This is an optimization exercise on Yosys and OpenROAD, whose aim is small area, a short achievable clock period and few clock cycles, not a production implementation. Only simulation tests tie the RTL to the original design; equivalence was not proved.

==> flow/design.v (outline; a module is shown in full before it is edited, if it fits) <==
// module slv_mvblk: 2750 lines
module slv_mvblk (
    input  wire        clk,
    input  wire        rst,
    input  wire        in_valid,
    output wire        in_ready,
    input  wire [31:0] in_data,
    output reg         out_valid,
    input  wire        out_ready,
    output reg  [31:0] out_data,
    output reg         out_sat,
    output reg         out_last
);
  // ...
==> flow/flow/run.sh <==
#!/bin/bash
# Standard layout (the standard.sh, unchanged synthesis), with changes only
# to how it is optimised:
#  - ports are buffered with buf_4 instead of the default delay-type buffer;
#  - repair_timing (after CTS and after global routing) aims for extra setup
#    margin and may change cell footprints, so the resizer also speeds up
#    paths that already meet the 18 ns clock.
# The clock period, the SDC and every other setting are the standard flow's.
set -euo pipefail
bash standard.sh "BUFFER_PORTS_ARGS=-buffer_cell sky130_fd_sc_hd__buf_4" \
    SETUP_SLACK_MARGIN=13.2 MATCH_CELL_FOOTPRINT=0 finish > standard_flow.log 2>&1
==> flow/standard.sh <==
#!/bin/bash
# synth_recipe.tcl (not shown) runs the flow's synth.tcl, then flattens the netlist and writes it again
# the make line also repeats each setting of config.mk as NAME=value (left out here)
make -C /OpenROAD-flow-scripts/flow DESIGN_CONFIG=/design/flow/config.mk WORK_HOME=/design/flow/orfs CLKGATE_MAP_FILE= SYNTH_SCRIPT=/design/flow/synth_recipe.tcl "${@:-finish}"
==> flow/config.mk <==
export PLATFORM = sky130hd
export DESIGN_NAME = slv_mvblk
export DESIGN_NICKNAME = slv_mvblk
export VERILOG_FILES = /design/flow/design.v
export SDC_FILE = /design/flow/constraint.sdc
export NUM_CORES = 4
export LEC_CHECK = 0
export CAP_MARGIN = 20
export CORE_MARGIN = 2
export CORE_UTILIZATION = 60
export SLEW_MARGIN = 20
==> flow/constraint.sdc <==
create_clock -name core_clock -period 18.0 [get_ports {clk}]
set_input_delay 3.6000 -clock core_clock [delete_from_list [all_inputs] [get_ports {clk}]]
set_output_delay 3.6000 -clock core_clock [all_outputs]
set_load 0.01 [all_outputs]
==> flow_summary.yaml, run 1 <==
outcome:
  outcome: "no timing/DRC/antenna violations"
die:
  die-area_sq_mm: 0.103
  io_pins: 72
  dieWidth_microns: 321
grt:
  busiest_layer: "met2"
  grt_util_met2: 0.538
  grt_max_degree: 85
  antenna_found_initial: 7
critical_path:
  cp-start-kind: "flop"
  r2r_start: "pcol[0]"
  arrival_ns: 1.27
  end_kind: "primary output"
final_layout:
  n_all_inverters: 590
  clock_area_frac: 0.0552
  largestClassByArea: "multi-input gates"
  final_cell_mix: "870 x dfxtp_1, 585 x inv_1, 554 x fa_1, 498 x a22oi_1, 421 x xor2_1"
  fin_util: 0.665
  fillers: 8044
  nonClkBufAreaFrac: 0.0307
  largestRegisters: "xr x511, acc x82, pr x81"
routing:
  drc: 0
  wirelength_mm: 178
placed_design:
  dpl-instance-area_sq_mm: 0.0617
  gp_congestion: 0.942
yosys:
  synthArstFlopShare: 0
  syn_area_per_cell_sq_um: 10.1
  synthAdderAreaFrac: 0.231
  yosysUniqueCellTypes: 80
  yosysTopAreaCell: "dfxtp_1"
sta:
  finalSetupTns_ns: 0
  fin_crit_sh: 0.271
  finalSetupViolCount: 0
  holdWs_ns: 0.306
flow_run:
  cap_violations: 0
cts:
  cts_max_level: 3
  clockBufferDepth: 3
Testbench counts, summed over its fixed seeds: cycles 52,498.
==> inputs of run 2 (changes only) <==
--- a/flow/design.v
+++ b/flow/design.v
@@ -103,17 +103,19 @@
     reg [31:0] xr [0:15];
     always @(posedge clk) begin
         for (i = 0; i < 15; i = i + 1)
             xr[i] <= xr[i + 1];
         xr[15] <= t_x ? {d0[31:1], d0[0] | fx0} : xr[0];
     end
     wire [31:0] ma = {d0[31:1], d0[0] | fx0};
     wire [31:0] mx = xr[0];
-    wire        mneg = ma[31] ^ mx[31];
+    reg         mneg;            
+    always @(posedge clk)
+        mneg <= in_data[31] ^ xr[1][31];
     wire [63:0] mk;
     wire [62:0] mb;
     genvar gj;
     generate
         for (gj = 0; gj < 64; gj = gj + 1) begin : g_mk
             assign mk[gj] = thi[gj / 8] | (ohi[gj / 8] & tlo[gj % 8]);
         end
         for (gj = 0; gj < 63; gj = gj + 1) begin : g_bias
@@ -2272,17 +2274,18 @@
         else
             pr <= {pr[79:0], 1'b0};
     end
     reg [81:0] acc;
     reg        rsat;
     reg  [3:0] pcol, prow;
     reg  [5:0] kh_row;
     reg        afl;
-    wire [81:0] acc_in = (pcol == 4'd0) ? 82'd0 : acc;
+    reg         pfirst;          
+    wire [81:0] acc_in = pfirst ? 82'd0 : acc;
     wire [81:0] sum;
     wire [81:0] pr_x = {pr[80], pr};
     wire [81:0] sum_g0 = acc_in & pr_x;
     wire [81:0] sum_p0 = acc_in ^ pr_x;
     wire sum_G1 = sum_g0[1] | (sum_p0[1] & sum_g0[0]);
     wire sum_P1 = sum_p0[1] & sum_p0[0];
     wire sum_G2 = sum_g0[3] | (sum_p0[3] & sum_g0[2]);
     wire sum_P2 = sum_p0[3] & sum_p0[2];
@@ -2674,21 +2677,23 @@
     assign sum[81] = sum_p0[81] ^ sum_G154;
     wire        a_hi   = !acc[81] && (acc[80] || acc[79]);
     wire        a_lo   = acc[81] && !(acc[80] && acc[79] && (acc[78:0] != 79'd0));
     wire [81:0] accc   = a_hi ? {3'b000, {79{1'b1}}} :
                          a_lo ? {3'b111, 78'd0, 1'b1} : acc;
     always @(posedge clk) begin
         if (rst) begin
             pcol     <= 4'd0;
+            pfirst   <= 1'b1;
             prow     <= 4'd0;
             acc_full <= 1'b0;
         end else begin
             if (add_now) begin
-                pcol <= pcol + 4'd1;
+                pcol   <= pcol + 4'd1;
+                pfirst <= (pcol == 4'd15);
                 if (pcol == 4'd15)
                     prow <= prow + 4'd1;
             end
             if (add_now && pcol == 4'd15)
                 acc_full <= 1'b1;
             else if (hload)
                 acc_full <= 1'b0;
         end
==> run 2 against run 1 <==
Sequential share of layout area grew 0.26 points. Clock skew shrank 0.012 ns. Core utilization shrank 0.49 points. Non-clock buffer count shrank 18. Global-route usage shrank 0.37 points. Fmax grew 0.40%. Die area grew 0.36%. Worst setup slack gained 0.019 ns. Hold slack gained 0.0030 ns. Critical path type unchanged. Critical endpoint is now out_data[17].
==> flow_summary.yaml, run 2 <==
die:
  initial_core_util: 0.606
  core_sq_mm: 0.100
  dieWidth_microns: 322
  die-area_sq_mm: 0.104
  io_pins: 72
  die_y_microns: 322
  core.rowCount: 116
routing:
  wire_per_inst_microns: 24.5
  wirelength_mm: 176
  routed-via-count: 44200
  ant_nets: 0
  drt_iter0_drc: 4664
  dr.pass1.iters: 7
  drc: 0
  viasPerCell: 6.14
final_layout:
  largestRegisters: "xr x511, acc x82, pr x81"
  final_layout_size_suffix_gt1_frac: 0.0891
  finalNonFillerCells: 7204
  largest_register_ff_count: 511
  layout.nets: 6639
  final_cell_mix: "876 x dfxtp_1, 603 x inv_1, 557 x fa_1, 500 x a22oi_1, 427 x xor2_1"
  largest-register: "xr"
  layout_commonest_cell: "dfxtp_1"
  antenna_cells: 0
  area_growth_syn_to_layout_pct: 8.89
critical_path:
  arrival_ns: 1.25
  crit_slowest_cell: "edfxtp_1"
  crit_buf_inv: 1
  worstSetupPathType: "reg2out"
  required_ns: 14.40
  critPathMaxStageDelay_ns: 0.42
  crit_fanout: 1
  worstPathCellList: "buf_6"
  cp-start-kind: "flop"
  path_delay_family: "flip-flops"
  end_kind: "primary output"
yosys:
  syn_nets: 6809
  synth_ff_type: "dfxtp_1"
  ys_warn_count: 2
  syn_area_per_cell_sq_um: 10.1
  ys_seq_area_frac: 0.364
  yosysUniqueCellTypes: 83
  synth-seq-cells: 1039
  synthCells: 5992
  synthArstFlopShare: 0
  synth_area_sq_mm: 0.0607
  synth_top_area_frac: 0.301
  yosysMostFrequentCell: "dfxtp_1"
  synth_enable_flop_cells: 128
  synthTopCellsByArea: "dfxtp_1 30%, fa_1 18%, edfxtp_1 6.3%"
  yosysTopAreaCell: "dfxtp_1"
  synth_common_cells: "911 x dfxtp_1, 604 x inv_1, 557 x fa_1"
cts:
  tritoncts: "yes"
  clockBufferDepth: 3
  cts_buffers: 103
  clock_sinks: 1039
  cts.clk_slew.worst_paths_ns: 0.07
  insertion_delay_ns: 0.70
  cts_root_buffer: "clkbuf_16"
  hold_buffers: 0
  cts_max_level: 3
grt:
  grt_pass1_vias: 44400
  grt_pass1_wl_mm: 269
  antenna_found_initial: 3
  grt_usage: 0.342
  use_met3: 0.0814
  grt_use_met1: 0.457
  grt_util_met2: 0.533
  busiest_layer: "met2"
  grt_overflow_total: 0
  grt_max_degree: 85
sta:
  layout_min_cycle_time_ns: 4.85
  fin_skew_ns: 0.0359
  finalSetupViolCount: 0
  fmax_ghz: 0.206
  relSlewSlack: 0.346
  worstMarginPinSlew_ns: 0.981
  fin_crit_sh: 0.270
  hold_viol_final: 0
  finalSetupTns_ns: 0
  timing.final.max_slew_violations: 0
  rsz0062_at_grt: "true"
placed_design:
  dpl.hpwl_mm: 112
  port_buffers: 71
  dpl.cell_count: 7012
  gp_congestion: 0.925
flow_run:
  cap_violations: 0
hold_path:
  min_path_type: "reg2reg"
outcome:
  outcome: "no timing/DRC/antenna violations"
-- run 2: path summary, 6_finish.rpt --
check,slack [ns],to,depth (start not counted),start
worst max-delay path,13.15,out_data[17],1,out_data[17]
worst min-delay path,0.31,xr[1][30],0,xr[2][30]
worst max register to register,13.27,rs[35],12,d0[15]
worst min register to register,0.31,xr[1][30],0,xr[2][30]
-- run 2: layout make-up --
| type | count | area [sq um] |
|---|---|---|
| Timing Repair Buffer | 194 | 1800 |
| Multi-Input combinational cell | 3877 | 34600 |
| Inverter | 607 | 2280 |
| Fill cell | 8026 | 34100 |
| Clock inverter | 55 | 628 |
| Tap cell | 1298 | 1620 |
| Sequential cell | 1039 | 22200 |
| Clock buffer | 134 | 2960 |
-- run 2: worst reg2reg max path: stages, from the launching register on --
cell and delay, ns:
dfxtp_1 0.30, buf_4 0.53, a22oi_1 0.24, xor2_1 0.22, fa_1 0.45, fa_1 0.50, inv_1 0.07, fa_1 0.53
inv_1 0.05, fa_1 0.54, inv_1 0.06, fa_1 0.51, fa_1 0.57
-- run 2: metal layers --
layer,vias up,part of all wire
met5,-,0.00015
met4,4,0.046
met3,550,0.099
met2,2299,0.44
met1,21600,0.41
li1,19700,-
-- run 2: cell families (layout without fill, tap and decap cells) --
group,Yosys count,in the layout,share of synthesized area
compound gates,1333,1333,0.145
buf+inv,1076,990,0.0672
flops,1039,1039,0.364
simple gates,994,994,0.0801
fa+ha+maj,781,781,0.230
xor+xnor,681,681,0.0983
mux,88,88,0.0157
-- run 2: metrics by stage --
step / hold WS [ns] / cell area (sq um) / util / setup WS, ns
floorplan: 0.310 / 60700 / - / 13.12
global placement: 0.310 / 62000 / 0.619 / 12.65
detailed placement: 0.312 / 62000 / 0.619 / 12.52
CTS: 0.313 / 65800 / 0.657 / 13.10
global route: 0.319 / 66100 / 0.660 / 13.11
finish: 0.310 / 66100 / 0.660 / 13.15
-- run 2: repair_timing --
item	4_1_cts	5_1_grt
pin swaps	1	1
buffers inserted	1	2
gates resized for setup	44	79
endpoints found under the setup margin	125	136
Testbench counts of run 2, summed over its fixed seeds: cycles 52,498.

-- separate check: timing with driven ports --
No port has a modelled driver above. Below, the same layouts with a new extraction and two added sets of constraints. Step 1 sets driving cells, clkbuf_16 on the clock port and buf_2 on the other inputs (assumed; they add their load-dependent delay and slew). Step 2 adds t to the input delays and takes it off the output delays; t is the mean of the earliest and latest rising clock arrival at the registers after step 1. Input paths then give back, and output paths get back, about the clock's delay inside the block. a / b / c = ideal ports / drivers / drivers and shift; a / b = the first two.
| run | t (ns) | setup WS [ns] | worst setup path after step 2 | worst register clock-pin slew, ns | pins driven straight from the clock port |
|---|---|---|---|---|---|
| run 1 | 0.774 | 13.126 / 13.055 / 12.840 | input to register | 0.07 / 0.07 | 1 |
| run 2 | 0.760 | 13.145 / 13.071 / 12.980 | input to register | 0.07 / 0.07 | 1 |
After both steps every run listed still meets setup and hold. For run 1, which loses most, drivers alone change the setup slack by -0.071 ns; drivers and shift together by -0.286 ns.
